What follows belongs to an exercise in optimizing a design on an open flow for small area, a short achievable clock period and few clock cycles per item; a production flow would make more cautious choices. Function was checked by simulation only, so behaviour that the tests miss may differ from the original. No activity file was given, so power comes from the tool's default toggle rates.

==> flow/design.v <==
module sk_add #(parameter W = 8) (
    input  wire [W-1:0] a,
    input  wire [W-1:0] b,
    input  wire         ci,
    output wire [W-1:0] s
);
    localparam L = (W <= 2) ? 1 : (W <= 4) ? 2 : (W <= 8) ? 3 : (W <= 16) ? 4 :
                   (W <= 32) ? 5 : (W <= 64) ? 6 : (W <= 128) ? 7 : 8;
    wire [W-1:0] p0 = a ^ b;
    wire [W-1:0] g0 = a & b;
    wire [W-1:0] gl [0:L];
    wire [W-1:0] pl [0:L];
    assign gl[0] = {g0[W-1:1], g0[0] | (p0[0] & ci)};
    assign pl[0] = p0;
    genvar lv, i;
    generate
        for (lv = 0; lv < L; lv = lv + 1) begin : lvl
            for (i = 0; i < W; i = i + 1) begin : bx
                if (((i >> lv) & 1) == 1) begin : op
                    assign gl[lv+1][i] = gl[lv][i] | (pl[lv][i] & gl[lv][((i >> lv) << lv) - 1]);
                    assign pl[lv+1][i] = pl[lv][i] & pl[lv][((i >> lv) << lv) - 1];
                end else begin : pass
                    assign gl[lv+1][i] = gl[lv][i];
                    assign pl[lv+1][i] = pl[lv][i];
                end
            end
        end
    endgenerate
    wire [W-1:0] gc = gl[L];
    assign s = p0 ^ {gc[W-2:0], ci};
endmodule
module gate_fit (
    input  wire         clk,
    input  wire         rst,
    input  wire         in_valid,
    output wire         in_ready,
    input  wire [31:0]  n,
    input  wire [79:0]  t1,
    input  wire [111:0] t2,
    output reg          out_valid,
    output wire [63:0]  p,
    output wire [63:0]  a,
    output wire [63:0]  f
);
    reg        a_busy;           
    reg [5:0]  ca;               
    reg        a_done;           
    reg        b_busy;           
    reg [6:0]  cb;               
    reg        b_last;           
    wire b_free   = ~b_busy | b_last;
    wire handoff  = a_done & b_free;
    assign in_ready = ~a_busy | handoff;
    wire accept   = in_valid & in_ready;
    wire [5:0] ca_n = accept ? 6'd0 : ((a_busy & ~a_done) ? ca + 6'd1 : ca);
    wire [6:0] cb_n = handoff ? 7'd0 : (b_busy ? cb + 7'd1 : cb);
    reg fa_0;      
    reg fa_m;      
    reg fa_32;     
    reg fa_33;     
    reg fa_34;     
    reg fa_b;      
    reg fa_16;     
    reg fa_d;      
    reg fa_49;     
    reg fa_5;      
    reg fa_58;     
    reg fb_0;      
    reg fb_1;      
    reg fb_inc;    
    always @(posedge clk) begin
        if (rst) begin
            a_busy    <= 1'b0;
            ca        <= 6'd59;
            a_done    <= 1'b0;
            b_busy    <= 1'b0;
            cb        <= 7'd65;
            b_last    <= 1'b0;
            out_valid <= 1'b0;
            fa_0 <= 1'b0; fa_m <= 1'b0; fa_32 <= 1'b0; fa_33 <= 1'b0; fa_34 <= 1'b0; fa_b <= 1'b0;
            fa_16 <= 1'b0; fa_d <= 1'b0; fa_49 <= 1'b0; fa_5 <= 1'b0; fa_58 <= 1'b0;
            fb_0 <= 1'b0; fb_1 <= 1'b0; fb_inc <= 1'b0;
        end else begin
            if (accept)
                a_busy <= 1'b1;
            else if (handoff)
                a_busy <= 1'b0;
            ca     <= ca_n;
            a_done <= (accept | a_busy) & ~(handoff & ~accept) & (ca_n == 6'd59);
            if (handoff)
                b_busy <= 1'b1;
            else if (b_last)
                b_busy <= 1'b0;
            cb     <= cb_n;
            b_last <= (handoff | b_busy) & (cb_n == 7'd65);
            out_valid <= b_busy & ~handoff & (cb_n == 7'd65);
            fa_0  <= (ca_n == 6'd0);
            fa_m  <= (ca_n < 6'd32);
            fa_32 <= (ca_n == 6'd32);
            fa_33 <= (ca_n == 6'd33);
            fa_34 <= (ca_n == 6'd34);
            fa_b  <= (ca_n < 6'd17);
            fa_16 <= (ca_n == 6'd16);
            fa_d  <= (ca_n >= 6'd17) && (ca_n < 6'd49);
            fa_49 <= (ca_n == 6'd49);
            fa_5  <= (ca_n >= 6'd50) && (ca_n < 6'd58);
            fa_58 <= (ca_n == 6'd58);
            fb_0   <= (cb_n == 7'd0);
            fb_1   <= (cb_n == 7'd1);
            fb_inc <= (cb_n == 7'd64);
        end
    end
    reg [31:0]  n_fix;           
    reg [31:0]  n_rot;           
    reg [33:0]  n_bth;           
    reg         bth_prev;        
    reg         brw_m;           
    reg         brw_d;           
    reg [35:0]  acc0;            
    reg [33:0]  low0;
    reg [65:0]  acc1;            
    reg [31:0]  low1;
    reg [104:0] acc_m;           
    reg [107:0] t1sh;            
    reg [115:0] xf;              
    wire [64:0]  e_val = {acc0[30:0], low0};
    wire [62:0]  c2    = e_val[64:1];
    wire [96:0]  d_val = {acc1[64:0], low1};
    wire bit_n   = n_rot[0];
    wire bit_nm  = bit_n ^ brw_m;            
    wire bit_d0  = n_rot[15];                
    wire bit_nd  = bit_d0 ^ brw_d;           
    wire b1 = n_bth[1], b0 = n_bth[0];
    wire bth_neg = b1 & ~(b0 & bth_prev);
    wire bth_two = (b1 & ~b0 & ~bth_prev) | (~b1 & b0 & bth_prev);
    wire bth_one = b0 ^ bth_prev;
    wire [35:0] nmul = bth_two ? {3'b0, n_fix, 1'b0} : (bth_one ? {4'b0, n_fix} : 36'd0);
    wire [35:0] acc0_sum;
    sk_add #(36) u_add0 (.a(acc0), .b(nmul ^ {36{bth_neg}}), .ci(bth_neg), .s(acc0_sum));
    wire [65:0] acc1_sum;
    sk_add #(66) u_add1 (.a(acc1), .b({1'b0, e_val} & {66{bit_nd}}), .ci(1'b0), .s(acc1_sum));
    wire [104:0] m_op = ({105{fa_m}} & ~(t1sh[104:0] & {105{bit_nm}})) |
                        ({105{fa_33}} & {acc_m[103:0], 1'b0});
    wire [104:0] acc_m_sum;
    sk_add #(105) u_addm (.a(acc_m), .b(m_op), .ci(fa_m), .s(acc_m_sum));
    wire [107:0] w_val = {1'b0, c2, 1'b0, c2[62:20]};
    wire [115:0] xf_op = ({116{fa_0}}  & {7'd0, t1sh, 1'b0}) |
                         ({116{fa_32}} & ~{9'd0, acc_m, 2'b0}) |
                         ({116{fa_33}} & {8'd0, w_val}) |
                         ({116{fa_5}}  & {xf[113:0], 2'b0}) |
                         ({116{fa_58}} & {57'd0, acc_m[104:46]});
    wire [115:0] xf_sum;
    sk_add #(116) u_addf (.a(xf), .b(xf_op), .ci(fa_32), .s(xf_sum));
    always @(posedge clk) begin
        n_rot    <= accept ? n : {n_rot[0], n_rot[31:1]};
        n_bth    <= accept ? {2'b0, n} : {2'b0, n_bth[33:2]};
        bth_prev <= accept ? 1'b0 : n_bth[1];
        brw_m    <= accept ? 1'b1 : (brw_m & ~bit_n);
        brw_d    <= fa_16 ? 1'b1 : (brw_d & ~bit_d0);
        acc_m    <= accept ? {t2[103:0], 1'b0} : acc_m_sum;
        xf       <= accept ? {10'd0, t2[104:0], 1'b0} : (fa_49 ? {19'd0, d_val} : xf_sum);
        if (accept)
            t1sh <= {35'd0, t1[72:0]};
        else if (fa_m)
            t1sh <= {t1sh[106:0], 1'b0};
        else if (fa_34)
            t1sh <= xf[107:0];
        if (accept)
            n_fix <= n;
        if (accept) begin
            acc0 <= {4'b0, n};
        end else if (fa_b) begin
            acc0 <= {{2{acc0_sum[35]}}, acc0_sum[35:2]};
            low0 <= {acc0_sum[1:0], low0[33:2]};
        end
        if (accept) begin
            acc1 <= 66'd0;
        end else if (fa_d) begin
            acc1 <= {1'b0, acc1_sum[65:1]};
            low1 <= {acc1_sum[0], low1[31:1]};
        end
    end
    wire nlt2 = (n_fix[31:1] == 31'd0);
    wire mz   = (acc_m == 105'd0);
    reg        z_all;            
    reg        z_f;              
    reg        ovf;              
    reg [95:0]  dp;
    reg [96:0]  rp;
    reg [63:0]  lp;
    reg         qp;
    wire [96:0] sp;
    sk_add #(97) u_divp (.a({rp[95:0], lp[63]}), .b({1'b0, dp} ^ {97{qp}}), .ci(qp), .s(sp));
    wire        qp_raw = ~sp[96];
    wire [63:0] lp_inc;
    sk_add #(64) u_incp (.a({1'b0, lp[63:1]}), .b(64'd0), .ci(lp[0]), .s(lp_inc));
    reg [65:0]  da;
    reg [66:0]  ra;
    reg [64:0]  la;
    reg         qa;
    wire [66:0] sa;
    sk_add #(67) u_diva (.a({ra[65:0], la[64]}), .b({1'b0, da} ^ {67{qa}}), .ci(qa), .s(sa));
    wire        qa_raw = ~sa[66];
    reg [105:0] df;
    reg [106:0] rf;
    reg [64:0]  lf;
    reg         qf;
    wire [106:0] sf;
    sk_add #(107) u_divf (.a({rf[105:0], lf[64]}), .b({1'b0, df} ^ {107{qf}}), .ci(qf), .s(sf));
    wire        qf_raw = ~sf[106];
    wire qp_bit = qp_raw & ~z_all;
    wire qa_bit = z_all ? fb_1 : qa_raw;
    wire qf_bit = (qf_raw | (ovf & ~fb_0)) & ~z_f;
    always @(posedge clk) begin
        if (handoff) begin
            z_all <= nlt2;
            z_f   <= nlt2 | mz;
            dp    <= d_val[95:0];
            da    <= {e_val, 1'b0};
            df    <= {acc_m, 1'b0};
        end
        ovf <= fb_0 ? qf_raw : ovf;
        rp <= handoff ? {34'd0, acc_m[104:42]} : sp;
        lp <= handoff ? {acc_m[41:0], 22'd0} : (fb_inc ? lp_inc : {lp[62:0], qp_bit});
        qp <= handoff | qp_raw;
        ra <= handoff ? {3'b0, t1sh[107:44]} : sa;
        la <= handoff ? {t1sh[43:0], e_val[20:0]} : {la[63:0], qa_bit};
        qa <= handoff | qa_raw;
        rf <= handoff ? {10'd0, xf[115:19]} : sf;
        lf <= handoff ? {xf[18:0], acc_m[45:0]} : {lf[63:0], qf_bit};
        qf <= handoff | qf_raw;
    end
    assign p = lp;
    assign a = {~la[63], la[62:0]};
    assign f = lf[63:0];
endmodule
Settings: LEC_CHECK=0, ABC_AREA=1, CAP_MARGIN=20, CORE_MARGIN=2, CORE_UTILIZATION=50, CTS_CLUSTER_DIAMETER=100, CTS_CLUSTER_SIZE=25, PLACE_DENSITY=0.65, SETUP_SLACK_MARGIN=5, SLEW_MARGIN=20; clock period 10.0 ns.
run.sh (not shown) runs the stock make flow with config.mk's settings and CLKGATE_MAP_FILE= SYNTH_SCRIPT=/design/flow/synth_recipe.tcl, a recipe that flattens the netlist after the stock synthesis.
The first run produced a clean layout.
Testbench counts at the start, summed over its fixed seeds: cycles 13,160, items 192.
Edit:
--- a/flow/config.mk
+++ b/flow/config.mk
@@ -8 +7,0 @@
-export ABC_AREA = 1
Routed wire length falls by roughly a tenth.
Synthesized cell count falls by a quarter to a third.
Design area falls by a few percent.
Worst setup slack is worse by 0.036 ns.
Combinational power falls by roughly a tenth.
Global-route usage falls by 0.33 points.
Power falls by a few percent.
Edit:
==> flow/flow/run.sh (new file) <==
#!/bin/bash
# The standard layout (the standard.sh, every step unchanged), except that
# the port buffers that global placement inserts on every input and output are
# the platform's smallest buffer, buf_1, instead of the automatically chosen one.
set -euo pipefail
cd "$(dirname "$0")/.."
bash standard.sh "BUFFER_PORTS_ARGS=-buffer_cell sky130_fd_sc_hd__buf_1" finish > standard_make.log 2>&1
==> flow/standard.sh (new file) <==
#!/bin/bash
# synth_recipe.tcl (not shown) runs the flow's synth.tcl, then flattens the netlist and writes it again
# the make line also repeats each setting of config.mk as NAME=value (left out here)
make -C /OpenROAD-flow-scripts/flow DESIGN_CONFIG=/design/flow/config.mk WORK_HOME=/design/flow/orfs CLKGATE_MAP_FILE= SYNTH_SCRIPT=/design/flow/synth_recipe.tcl "${@:-finish}"
removed: flow/run.sh
Result:
- die area stays the same
- area after synthesis is unchanged
- setup slack loses 0.065 ns
- global-route usage fell by 0.36 points
- worst hold slack gains 0.0080 ns
- total power fell by 1.8%
- first-iteration DRC count rose by 6.6%
- sequential share of layout area rose by 1.3 points
- final cell count hardly moves
- core utilization fell by 1.9 points
- non-clock buffer count fell by 16

[what the ideal ports hide]
Ports are ideal in the flow. The routed layouts listed here were re-timed in OpenROAD. Step 1 assumes that a clkbuf_16 drives the clock port and a buf_2 every other input. Step 2, shift: input delay + t, output delay - t, t = (earliest + latest rising clock arrival at the registers) / 2. This alone moves slack from input paths to output paths. Slacks: no drivers / after step 1 / after step 2; pairs: no drivers / after step 1.
run	shift t [ns]	slack for setup (ns)	worst register clock-pin slew, ns
the first run	0.823	5.045 / 5.048 / 4.225	0.12 / 0.12
the second run	0.801	5.009 / 5.009 / 4.429	0.11 / 0.11
the third run	0.802	4.943 / 4.943 / 4.550	0.12 / 0.12
After both steps every run listed still meets setup and hold. For the first run, which loses most, drivers alone change the setup slack by +0.003 ns; drivers and shift together by -0.820 ns.
